From an optimization exercise on the open Yosys and OpenROAD flow, aimed at small area, a short achievable clock period and few clock cycles per item; shortcuts taken in it are not production practice. Function was checked by simulation only, so behaviour that the tests miss may differ from the original. Power is estimated from default activity; no workload was simulated.

==> build 46: inputs <==
// gen_pair
module gen_pair (
    input  wire        clk,
    input  wire        rst,           
    input  wire        load,
    input  wire [10:0] cfg_width,     
    input  wire [31:0] cfg_p0,
    input  wire [63:0] cfg_p1,
    input  wire [63:0] cfg_p2,
    output wire [1:0]  err,           
    input  wire        beat_ready,
    output wire        beat_valid,
    output wire [63:0] beat,
    output wire [31:0] beat_addr,
    output wire [31:0] beat_step
);
    localparam [2:0] LIN_UP = 3'd0, LIN_DOWN = 3'd1, COMPLEMENT = 3'd2, GRAY = 3'd3,
                     ROW_FAST = 3'd4, COL_FAST = 3'd5, GALLOP = 3'd6, BUTTERFLY = 3'd7;
    localparam [3:0] SOLID = 4'd0, CHECKER = 4'd1, ROW_STRIPE = 4'd2, COL_STRIPE = 4'd3,
                     ADDR = 4'd4, PRBS7 = 4'd5, PRBS15 = 4'd6, PRBS23 = 4'd7, PRBS31 = 4'd8;
    wire [3:0]  d_aord     = cfg_p0[6:3];
    wire [3:0]  d_dpat     = cfg_p0[10:7];
    wire [7:0]  d_ratem1   = cfg_p0[18:11];
    wire [4:0]  d_colbits  = cfg_p0[23:19];
    wire [4:0]  d_rowbits  = cfg_p0[28:24];
  ...
Settings: LEC_CHECK=0, ABC_AREA=1, CAP_MARGIN=20, CORE_MARGIN=2, CORE_UTILIZATION=45, PLACE_DENSITY=0.6, SLEW_MARGIN=20; clock period 30.0 ns.
standard.sh (not shown) runs the stock make flow with config.mk's settings and CLKGATE_MAP_FILE= SYNTH_SCRIPT=/design/flow/synth_recipe.tcl, a recipe that flattens the netlist after the stock synthesis.
==> flow/flow/run.sh <==
#!/bin/bash
# Layout flow: the standard flow (standard.sh) unchanged except for two
# optimisation settings. The clock, its period and the I/O constraints are
# the design's; every port still gets a buffer.
#  - the timing repair keeps a larger setup margin, so that it sizes and
#    buffers the longest paths instead of stopping once the 30 ns clock is met;
#  - the port buffers start as buf_1 cells instead of the delay cells picked
#    by default (the timing repair upsizes those on long paths).
# standard.sh writes each tool's log under orfs/logs; its own output goes to
# standard.log.
export SETUP_SLACK_MARGIN=21.6
export BUFFER_PORTS_ARGS="-buffer_cell sky130_fd_sc_hd__buf_1"
bash standard.sh > standard.log 2>&1
==> inputs of build 25, as changes to build 46 <==
--- a/flow/design.v
+++ b/flow/design.v
@@ -29,18 +29,42 @@
     wire        d_aen      = cfg_p2[10];
     wire [9:0]  d_doff     = cfg_p2[20:11];
     wire [9:0]  d_dwm1     = cfg_p2[30:21];
     wire        d_den      = cfg_p2[31];
     wire [15:0] d_step     = cfg_p2[47:32];
     wire        d_inv      = cfg_p2[48];
     wire [6:0]  d_ab7 = {2'b0, d_colbits} + {2'b0, d_rowbits} + {4'b0, d_bankbits};
-    wire [11:0] d_wa  = {1'b0, cfg_width} - {2'b0, d_aoff};
-    wire [11:0] d_wd  = {1'b0, cfg_width} + {2'b11, ~d_doff} + {2'b11, ~d_dwm1} + 12'd1;
-    wire        d_ca  = d_aen && (d_wa[11] || (d_wa[10:7] == 4'd0 && d_wa[6:0] < d_ab7));
-    wire        d_cd  = d_den && d_wd[11];
+    function cout12;
+        input [11:0] x, y;
+        input        ci;
+        reg   [11:0] g, p;
+        integer      i, d;
+        begin
+            g = x & y;
+            p = x | y;
+            g[0] = g[0] | (p[0] & ci);
+            for (d = 1; d < 12; d = d * 2)
+                for (i = 11; i >= d; i = i - 1) begin
+                    g[i] = g[i] | (p[i] & g[i - d]);
+                    p[i] = p[i] & p[i - d];
+                end
+            cout12 = g[11];
+        end
+    endfunction
+    function [23:0] csa;
+        input [11:0] a, b, c;
+        csa = {(a & b | a & c | b & c) << 1, a ^ b ^ c};
+    endfunction
+    wire [11:0] d_nw = ~{1'b0, cfg_width};
+    wire [23:0] d_k1 = csa({2'b0, d_aoff}, {7'b0, d_colbits}, {7'b0, d_rowbits});
+    wire [23:0] d_k2 = csa(d_k1[11:0], d_k1[23:12], {9'b0, d_bankbits});
+    wire [23:0] d_k3 = csa(d_k2[11:0], d_k2[23:12], d_nw);
+    wire        d_ca = d_aen && cout12(d_k3[11:0], d_k3[23:12], 1'b0);
+    wire [23:0] d_k4 = csa({2'b0, d_doff}, {2'b0, d_dwm1}, d_nw);
+    wire        d_cd = d_den && cout12(d_k4[11:0], d_k4[23:12], 1'b1);
     wire        d_gb  = (d_aord == {1'b0, GALLOP}) || (d_aord == {1'b0, BUTTERFLY});
     wire d_ill   = d_aord[3] || (d_dpat > 4'd8) || (d_ab7 > 7'd32) ||
                    (d_gb && (d_ab7 == 7'd0 || d_ab7 > 7'd16)) || d_ca || d_cd;
     wire d_badw  = (cfg_width == 11'd0) || (cfg_width > 11'd1024);
     wire d_unsup = (cfg_width > 11'd64);
     reg  e_ill, e_badw, e_unsup;
     assign err = {!e_ill && (e_badw || e_unsup), e_ill || (!e_badw && e_unsup)};
==> flow/flow/run.sh (replaced) <==
#!/bin/bash
# Layout flow: the standard flow (standard.sh) unchanged except for two
# optimisation settings. The clock, its period and the I/O constraints are
# the design's; every port still gets a buffer.
#  - the timing repair keeps a larger setup margin, so that it sizes and
#    buffers the longest paths instead of stopping once the 30 ns clock is met;
#  - the port buffers are buf_4 cells instead of the delay cells picked by
#    default.
export SETUP_SLACK_MARGIN=22.5
export BUFFER_PORTS_ARGS="-buffer_cell sky130_fd_sc_hd__buf_4"
bash standard.sh > standard.log 2>&1
==> flow/config.mk (replaced) <==
export PLATFORM = sky130hd
export DESIGN_NAME = gen_pair
export DESIGN_NICKNAME = gen_pair
export VERILOG_FILES = /design/flow/design.v
export SDC_FILE = /design/flow/constraint.sdc
export NUM_CORES = 4
export LEC_CHECK = 0
export ABC_AREA = 1
export CAP_MARGIN = 60
export CORE_MARGIN = 2
export CORE_UTILIZATION = 50
export PLACE_DENSITY = 0.65
export SLEW_MARGIN = 60
==> inputs of build 67, as changes to build 46 <==
==> flow/flow/run.sh (replaced) <==
#!/bin/bash
# Layout flow: the standard flow (standard.sh) unchanged except for two
# optimisation settings. The clock, its period and the I/O constraints are
# the design's; every port still gets a buffer.
#  - the timing repair keeps a larger setup margin, so that it sizes and
#    buffers the longest paths instead of stopping once the 30 ns clock is met;
#  - the port buffers are buf_4 cells instead of the delay cells picked by
#    default.
export SETUP_SLACK_MARGIN=22.5
export BUFFER_PORTS_ARGS="-buffer_cell sky130_fd_sc_hd__buf_4"
bash standard.sh > standard.log 2>&1
==> results.txt <==
metric	build 46	build 67	build 25
Result of the run	failed layout checks	complete, no violations	complete, no violations
Violated checks	capacitance limit, slew limit	-	-
Fin util	48.88%	50.05%	56.12%
Reported leakage power	28.94 nW	30.12 nW	30.20 nW
Growth of design area from synthesis to finish	7.899%	10.48%	11.26%
Worst Skew	0.01901 ns	0.07961 ns	0.05200 ns
Crit path arrival time	8.94 ns	9.12 ns	8.71 ns
Final Non-Filler Cells	11669	11683	11325
Fin area	65150 µm²	66710 µm²	66270 µm²
Post-synthesis simple-gate area fraction	37.50%	37.50%	37.41%
Library cell appearing most often on the critical path	sky130_fd_sc_hd__a21oi_1	-	sky130_fd_sc_hd__fa_1
TAP cells	1768	1768	1536
Vias in the first global route	65495	65627	65174
Final Hold Slack	0.4769 ns	0.4671 ns	0.4735 ns
Slew headroom	-64.13%	14.88%	54.20%
Met2 WL post-DR	122700 µm	119000 µm	115900 µm
Internal	2.256 mW	2.332 mW	2.356 mW
Part of the total power dissipated in combinational logic	60.8%	60.9%	60.3%
Buffering stage count on the worst path with inverters included	2	2	1
Setup Slack @ Placement	20.16 ns	20.19 ns	21.05 ns
Testbench counts of build 46, summed over its fixed seeds: cycles 51,038, beats 48,947.
Testbench counts of build 25, summed over its fixed seeds: cycles 51,038, beats 48,947.
Testbench counts of build 67, summed over its fixed seeds: cycles 51,038, beats 48,947.

-- separate check: timing with driven ports --
How much do the figures lean on ideal ports? The routed layouts below were timed once more, with nothing changed but the port constraints.
Step 1 assumes that a clkbuf_16 drives the clock port and a buf_2 every other input.
Step 2 moves the port delays by t, midway between the first and last clock arrival at a register: inputs arrive t later, outputs are due t later. That takes back most of the time a late clock gives input paths.
Three values: no drivers, after step 1, after step 2; two values: the first two.
run	t (ns)	slack for setup (ns)	worst setup path at the end	clock arrival spread, ns	cell pins on the clock port's net
build 46	0.774	21.591 / 21.649 / 20.876	input to register	0.020 / 0.019	1
build 25	0.784	21.846 / 21.887 / 21.102	input to register	0.052 / 0.053	1
build 67	0.772	21.450 / 21.504 / 20.733	input to register	0.080 / 0.079	1
The setup slack of build 25, which loses most, moves by +0.041 ns with the drivers and by -0.744 ns with both steps.
